This design comes from an exercise in tuning for small area, a short achievable clock period and few clock cycles per item on the open sky130 flow, not from production work. RTL that was checked went through simulation tests only; none was proved equivalent to the original.

==> run a <==
==> flow/design.v <==
module sha256_core (
    input  wire         clk,
    input  wire         rst,         
    input  wire         in_valid,
    output wire         in_ready,
    input  wire [255:0] in_state,    
    input  wire [511:0] in_block,    
    output wire         out_valid,
    input  wire         out_ready,
    output wire [255:0] out_digest   
);
  reg          busy_q;              
  reg          ov_q;                
  reg  [5:0]   t_q;                 
  reg  [31:0]  a_q, b_q, c_q, d_q, e_q, f_q, g_q, h_q;
  reg  [31:0]  ha_q;                
  reg  [31:0]  k_q;                 
  reg  [31:0]  w_q [0:15];          
  function [31:0] rotr;
    input [31:0] x;
    input integer n;
    rotr = (x >> n) | (x << (32 - n));
  endfunction
  function [31:0] big_sigma0;   input [31:0] x; big_sigma0 = rotr(x, 2) ^ rotr(x, 13) ^ rotr(x, 22); endfunction
  function [31:0] big_sigma1;   input [31:0] x; big_sigma1 = rotr(x, 6) ^ rotr(x, 11) ^ rotr(x, 25); endfunction
  function [31:0] small_sigma0; input [31:0] x; small_sigma0 = rotr(x, 7) ^ rotr(x, 18) ^ (x >> 3); endfunction
  function [31:0] small_sigma1; input [31:0] x; small_sigma1 = rotr(x, 17) ^ rotr(x, 19) ^ (x >> 10); endfunction
  function [31:0] ch;
    input [31:0] x, y, z;
    ch = (x & y) ^ (~x & z);
  endfunction
  function [31:0] maj;
    input [31:0] x, y, z;
    maj = (x & y) ^ (x & z) ^ (y & z);
  endfunction
  function [31:0] csa_s;
    input [31:0] x, y, z;
    csa_s = x ^ y ^ z;
  endfunction
  function [31:0] csa_c;
    input [31:0] x, y, z;
    csa_c = ((x & y) | (x & z) | (y & z)) << 1;
  endfunction
  localparam [2047:0] K_TABLE = {
      256'hc67178f2bef9a3f7a4506ceb90befffa8cc7020884c8781478a5636f748f82ee,
      256'h682e6ff35b9cca4f4ed8aa4a391c0cb334b0bcb52748774c1e376c0819a4c116,
      256'h106aa070f40e3585d6990624d192e819c76c51a3c24b8b70a81a664ba2bfe8a1,
      256'h92722c8581c2c92e766a0abb650a735453380d134d2c6dfc2e1b213827b70a85,
      256'h1429296706ca6351d5a79147c6e00bf3bf597fc7b00327c8a831c66d983e5152,
      256'h76f988da5cb0a9dc4a7484aa2de92c6f240ca1cc0fc19dc6efbe4786e49b69c1,
      256'hc19bf1749bdc06a780deb1fe72be5d74550c7dc3243185be12835b01d807aa98,
      256'hab1c5ed5923f82a459f111f13956c25be9b5dba5b5c0fbcf71374491428a2f98
    };
  wire [31:0] H0 = in_state[255:224], H1 = in_state[223:192],
              H2 = in_state[191:160], H3 = in_state[159:128],
              H4 = in_state[127:96],  H5 = in_state[95:64],
              H6 = in_state[63:32],   H7 = in_state[31:0];
  wire load = in_valid & ~busy_q & (~ov_q | out_ready);
  wire r62  = busy_q & (t_q == 6'd62);
  wire r63  = busy_q & (t_q == 6'd63);
  assign in_ready  = r63;
  assign out_valid = ov_q;
  assign out_digest = {a_q, b_q, c_q, d_q, e_q, f_q, g_q, h_q};
  wire [5:0]  t_next = busy_q ? t_q + 6'd1 : 6'd0;
  wire [31:0] kt = k_q;
  wire [31:0] wt = w_q[15];
  wire [31:0] s1 = big_sigma1(e_q);
  wire [31:0] cf = ch(e_q, f_q, g_q);
  wire [31:0] s0 = big_sigma0(a_q);
  wire [31:0] mj = maj(a_q, b_q, c_q);
  wire [31:0] a1s = csa_s(ha_q, wt, kt),   a1c = csa_c(ha_q, wt, kt);
  wire [31:0] a2s = csa_s(s1, cf, s0),     a2c = csa_c(s1, cf, s0);
  wire [31:0] a3s = csa_s(a1s, a1c, mj),   a3c = csa_c(a1s, a1c, mj);
  wire [31:0] a4s = csa_s(a2s, a2c, a3s),  a4c = csa_c(a2s, a2c, a3s);
  wire [31:0] a5s = csa_s(a4s, a4c, a3c),  a5c = csa_c(a4s, a4c, a3c);
  wire [31:0] a_new = a5s + a5c;
  wire [31:0] e1s = csa_s(d_q, h_q, wt),   e1c = csa_c(d_q, h_q, wt);
  wire [31:0] e2s = csa_s(e1s, e1c, kt),   e2c = csa_c(e1s, e1c, kt);
  wire [31:0] e3s = csa_s(s1, cf, e2s),    e3c = csa_c(s1, cf, e2s);
  wire [31:0] e4s = csa_s(e3s, e3c, e2c),  e4c = csa_c(e3s, e3c, e2c);
  wire [31:0] e_new = e4s + e4c;
  wire [31:0] b_new  = a_q + (H1 & {32{r63}});
  wire [31:0] c_new  = b_q + (H2 & {32{r63}});
  wire [31:0] d_new  = c_q + (r62 ? H4 : (H3 & {32{r63}}));
  wire [31:0] f_new  = e_q + (H5 & {32{r63}});
  wire [31:0] g_new  = f_q + (H6 & {32{r63}});
  wire [31:0] gh_new = g_q + (r62 ? H0 : (H7 & {32{r63}}));
  wire [31:0] m0 = small_sigma1(w_q[14]);
  wire [31:0] m1 = small_sigma0(w_q[1]);
  wire [31:0] w1s = csa_s(m0, m1, w_q[9]), w1c = csa_c(m0, m1, w_q[9]);
  wire [31:0] w2s = csa_s(w1s, w1c, w_q[0]), w2c = csa_c(w1s, w1c, w_q[0]);
  wire [31:0] w_sched = w2s + w2c;
  wire [3:0]  widx   = busy_q ? (t_q[3:0] + 4'd1) : 4'd0;
  wire [31:0] w_port = in_block[511 - 32*widx -: 32];
  wire        from_port = ~busy_q | (t_q < 6'd15);
  wire [31:0] w_next = from_port ? w_port : w_sched;
  integer i;
  always @(posedge clk) begin
    for (i = 0; i < 15; i = i + 1)
      w_q[i] <= w_q[i+1];
    w_q[15] <= w_next;
    k_q     <= K_TABLE[32*t_next +: 32];
    if (busy_q | ~ov_q | out_ready) begin
      a_q  <= busy_q ? a_new : H0;
      b_q  <= busy_q ? b_new : H1;
      c_q  <= busy_q ? c_new : H2;
      d_q  <= busy_q ? d_new : H3;
      e_q  <= busy_q ? e_new : H4;
      f_q  <= busy_q ? f_new : H5;
      g_q  <= busy_q ? g_new : H6;
      h_q  <= busy_q ? (r62 ? g_q : gh_new) : H7;
      ha_q <= busy_q ? gh_new : H7;
    end
    if (rst) begin
      busy_q <= 1'b0;
      ov_q   <= 1'b0;
      t_q    <= 6'd0;
    end else begin
      if (out_ready) ov_q <= 1'b0;
      if (load) begin
        busy_q <= 1'b1;
        t_q    <= 6'd0;
      end else if (busy_q) begin
        t_q <= t_q + 6'd1;
        if (r63) begin
          busy_q <= 1'b0;
          ov_q   <= in_valid;
        end
      end
    end
  end
endmodule
==> flow/run.sh <==
#!/bin/bash
# synth_recipe.tcl (not shown) runs the flow's synth.tcl, then flattens the netlist and writes it again
# the make line also repeats each setting of config.mk as NAME=value (left out here)
make -C /OpenROAD-flow-scripts/flow DESIGN_CONFIG=/design/flow/config.mk WORK_HOME=/design/flow/orfs CLKGATE_MAP_FILE= SYNTH_SCRIPT=/design/flow/synth_recipe.tcl finish
==> flow/config.mk <==
export PLATFORM = sky130hd
export DESIGN_NAME = sha256_core
export DESIGN_NICKNAME = sha256_core
export VERILOG_FILES = /design/flow/design.v
export SDC_FILE = /design/flow/constraint.sdc
export NUM_CORES = 4
export LEC_CHECK = 0
export CAP_MARGIN = 20
export CORE_MARGIN = 2
export CORE_UTILIZATION = 40
export SETUP_SLACK_MARGIN = 5
export SLEW_MARGIN = 20
==> flow/constraint.sdc <==
create_clock -name core_clock -period 10.0 [get_ports {clk}]
set_input_delay 2.0000 -clock core_clock [delete_from_list [all_inputs] [get_ports {clk}]]
set_output_delay 2.0000 -clock core_clock [all_outputs]
set_load 0.01 [all_outputs]
==> inputs of run b, as changes to run a <==
==> flow/design.v, changed modules only <==
module sha256_core (
    input  wire         clk,
    input  wire         rst,         
    input  wire         in_valid,
    output wire         in_ready,
    input  wire [255:0] in_state,    
    input  wire [511:0] in_block,    
    output wire         out_valid,
    input  wire         out_ready,
    output wire [255:0] out_digest   
);
  localparam [1:0] S_IDLE = 2'd0,
                   S_RUN  = 2'd1,
                   S_DONE = 2'd2;
  reg  [1:0]   state_q;
  reg  [5:0]   round_q;
  reg  [255:0] hin_q;               
  reg  [31:0]  a_q, b_q, c_q, d_q, e_q, f_q, g_q, h_q;
  reg  [31:0]  w_q [0:15];          
  function [31:0] rotr;
    input [31:0] x;
    input integer n;
    rotr = (x >> n) | (x << (32 - n));
  endfunction
  function [31:0] big_sigma0;   input [31:0] x; big_sigma0 = rotr(x, 2) ^ rotr(x, 13) ^ rotr(x, 22); endfunction
  function [31:0] big_sigma1;   input [31:0] x; big_sigma1 = rotr(x, 6) ^ rotr(x, 11) ^ rotr(x, 25); endfunction
  function [31:0] small_sigma0; input [31:0] x; small_sigma0 = rotr(x, 7) ^ rotr(x, 18) ^ (x >> 3); endfunction
  function [31:0] small_sigma1; input [31:0] x; small_sigma1 = rotr(x, 17) ^ rotr(x, 19) ^ (x >> 10); endfunction
  function [31:0] ch;
    input [31:0] x, y, z;
    ch = (x & y) ^ (~x & z);
  endfunction
  function [31:0] maj;
    input [31:0] x, y, z;
    maj = (x & y) ^ (x & z) ^ (y & z);
  endfunction
  localparam [2047:0] K_TABLE = {
      256'hc67178f2bef9a3f7a4506ceb90befffa8cc7020884c8781478a5636f748f82ee,
      256'h682e6ff35b9cca4f4ed8aa4a391c0cb334b0bcb52748774c1e376c0819a4c116,
      256'h106aa070f40e3585d6990624d192e819c76c51a3c24b8b70a81a664ba2bfe8a1,
      256'h92722c8581c2c92e766a0abb650a735453380d134d2c6dfc2e1b213827b70a85,
      256'h1429296706ca6351d5a79147c6e00bf3bf597fc7b00327c8a831c66d983e5152,
      256'h76f988da5cb0a9dc4a7484aa2de92c6f240ca1cc0fc19dc6efbe4786e49b69c1,
      256'hc19bf1749bdc06a780deb1fe72be5d74550c7dc3243185be12835b01d807aa98,
      256'hab1c5ed5923f82a459f111f13956c25be9b5dba5b5c0fbcf71374491428a2f98
    };
  wire [31:0] t1 = h_q + big_sigma1(e_q) + ch(e_q, f_q, g_q) + K_TABLE[32*round_q +: 32] + w_q[0];
  wire [31:0] t2 = big_sigma0(a_q) + maj(a_q, b_q, c_q);
  wire [31:0] w_new = small_sigma1(w_q[14]) + w_q[9] + small_sigma0(w_q[1]) + w_q[0];
  assign out_digest = {hin_q[255:224] + a_q, hin_q[223:192] + b_q,
                       hin_q[191:160] + c_q, hin_q[159:128] + d_q,
                       hin_q[127:96]  + e_q, hin_q[95:64]   + f_q,
                       hin_q[63:32]   + g_q, hin_q[31:0]    + h_q};
  assign in_ready  = (state_q == S_IDLE);
  assign out_valid = (state_q == S_DONE);
  integer i;
  always @(posedge clk) begin
    if (rst) begin
      state_q <= S_IDLE;
    end else begin
      case (state_q)
        S_IDLE: begin
          if (in_valid) begin
            state_q <= S_RUN;
            round_q <= 6'd0;
            hin_q   <= in_state;
            {a_q, b_q, c_q, d_q, e_q, f_q, g_q, h_q} <= in_state;
            for (i = 0; i < 16; i = i + 1)
              w_q[i] <= in_block[511 - 32*i -: 32];
          end
        end
        S_RUN: begin
          h_q <= g_q;
          g_q <= f_q;
          f_q <= e_q;
          e_q <= d_q + t1;
          d_q <= c_q;
          c_q <= b_q;
          b_q <= a_q;
          a_q <= t1 + t2;
          for (i = 0; i < 15; i = i + 1)
            w_q[i] <= w_q[i+1];
          w_q[15] <= w_new;
          round_q <= round_q + 6'd1;
          if (round_q == 6'd63) state_q <= S_DONE;
        end
        S_DONE: begin
          if (out_ready) state_q <= S_IDLE;
        end
        default: state_q <= S_IDLE;
      endcase
    end
  end
endmodule
Settings changed: SETUP_SLACK_MARGIN 5 to unset.
==> inputs of run c, as changes to run a <==
--- a/flow/design.v
+++ b/flow/design.v
@@ -16,3 +16,2 @@
   reg  [31:0]  ha_q;                
-  reg  [31:0]  k_q;                 
   reg  [31:0]  w_q [0:15];          
@@ -63,4 +62,3 @@
   assign out_digest = {a_q, b_q, c_q, d_q, e_q, f_q, g_q, h_q};
-  wire [5:0]  t_next = busy_q ? t_q + 6'd1 : 6'd0;
-  wire [31:0] kt = k_q;
+  wire [31:0] kt = K_TABLE[32*t_q +: 32];
   wire [31:0] wt = w_q[15];
@@ -81,8 +79,8 @@
   wire [31:0] e_new = e4s + e4c;
-  wire [31:0] b_new  = a_q + (H1 & {32{r63}});
-  wire [31:0] c_new  = b_q + (H2 & {32{r63}});
-  wire [31:0] d_new  = c_q + (r62 ? H4 : (H3 & {32{r63}}));
-  wire [31:0] f_new  = e_q + (H5 & {32{r63}});
-  wire [31:0] g_new  = f_q + (H6 & {32{r63}});
-  wire [31:0] gh_new = g_q + (r62 ? H0 : (H7 & {32{r63}}));
+  wire [31:0] b_new  = (a_q & {32{~load}}) + (H1 & {32{load | r63}});
+  wire [31:0] c_new  = (b_q & {32{~load}}) + (H2 & {32{load | r63}});
+  wire [31:0] d_new  = (c_q & {32{~load}}) + (r62 ? H4 : (H3 & {32{load | r63}}));
+  wire [31:0] f_new  = (e_q & {32{~load}}) + (H5 & {32{load | r63}});
+  wire [31:0] g_new  = (f_q & {32{~load}}) + (H6 & {32{load | r63}});
+  wire [31:0] gh_new = (g_q & {32{~load}}) + (r62 ? H0 : (H7 & {32{load | r63}}));
   wire [31:0] m0 = small_sigma1(w_q[14]);
@@ -101,13 +99,12 @@
     w_q[15] <= w_next;
-    k_q     <= K_TABLE[32*t_next +: 32];
-    if (busy_q | ~ov_q | out_ready) begin
-      a_q  <= busy_q ? a_new : H0;
-      b_q  <= busy_q ? b_new : H1;
-      c_q  <= busy_q ? c_new : H2;
-      d_q  <= busy_q ? d_new : H3;
-      e_q  <= busy_q ? e_new : H4;
-      f_q  <= busy_q ? f_new : H5;
-      g_q  <= busy_q ? g_new : H6;
-      h_q  <= busy_q ? (r62 ? g_q : gh_new) : H7;
-      ha_q <= busy_q ? gh_new : H7;
+    if (load | busy_q) begin
+      a_q  <= load ? H0 : a_new;
+      e_q  <= load ? H4 : e_new;
+      b_q  <= b_new;
+      c_q  <= c_new;
+      d_q  <= d_new;
+      f_q  <= f_new;
+      g_q  <= g_new;
+      h_q  <= r62 ? g_q : gh_new;
+      ha_q <= gh_new;
     end
Settings changed: SETUP_SLACK_MARGIN 5 to unset.
==> comparison table <==
item                                                                                   run b                    run a           run c
Outcome                                                              complete, no violations  complete, no violations  did not finish
Stage where the flow stopped                                                               -                        -    final report
Met2 WL                                                                            142000 um                122000 um       119000 um
Worst r2r dst                                                                        a_q[31]                  a_q[27]               -
Achievable frequency                                                                 113 MHz                  175 MHz               -
Placement Setup Slack                                                                1260 ps                  3580 ps         2230 ps
Fraction of the mapped netlist area in adder cells                                     12.9%                    19.3%           19.9%
Slack of the worst reg-to-reg path                                                   1120 ps                  4290 ps               -
Number of cells traversed by the worst register-to-register path                          33                       18               -
Number of global-route vias before repair                                              57100                    47400           47000
Multi-input combinational area share                                                   41.9%                    47.5%               -
Global-route track usage on met3                                                       4.96%                    9.64%           8.33%
Clock tree from TritonCTS                                                               done                     done               -
Proportion of synthesized area in mux cells                                           0.996%                    9.63%           6.84%
Core Region                                                                      0.172 sq mm              0.140 sq mm               -
Placed wire-length estimate                                                        237000 um                227000 um       221000 um
Die width                                                                             420 um                   379 um          374 um
Flip-flop count of the largest register, all copies and words added                      512                      512               -
Cell area after synthesis                                                       0.0693 sq mm             0.0564 sq mm    0.0549 sq mm
Vias/cell                                                                               5.55                     5.83               -
Global-route met2 utilization                                                          54.0%                    57.4%           57.9%
Count of TritonRoute iterations in the first routing pass                                  6                        6               7
Shortest period the worst path allows                                                8880 ps                  5710 ps               -
Testbench counts of run a, summed over its fixed seeds: cycles 62,408, blocks 960.
For run b and run c, only the layout was checked, not whether the RTL still works.

what the ideal ports hide:
How much do the figures lean on ideal ports? The routed layouts below were timed once more, with nothing changed but the port constraints. Step 1: set_driving_cell puts a clkbuf_16 on clk and a buf_2 on each other input, an assumption about the parent block. Step 2 times the ports against the registers' clock, not the clock port: input delays grow and output delays shrink by t, the midpoint of the rising clock arrivals with the driver on. Three values: ideal, step 1, step 2; two values: the first two.
| run | t (ns) | slack for setup (ns) | worst slew at a driven data input, ns |
|---|---|---|---|
| run a | 0.795 | 4.289 / 4.289 / 4.194 | 0.37 |
| run b | 0.850 | 1.116 / 1.116 / 1.116 | 0.26 |
After both steps setup and hold are still met in every run listed. The setup slack of run a, which loses most, moves by 0.000 ns with the drivers and by -0.095 ns with both steps.
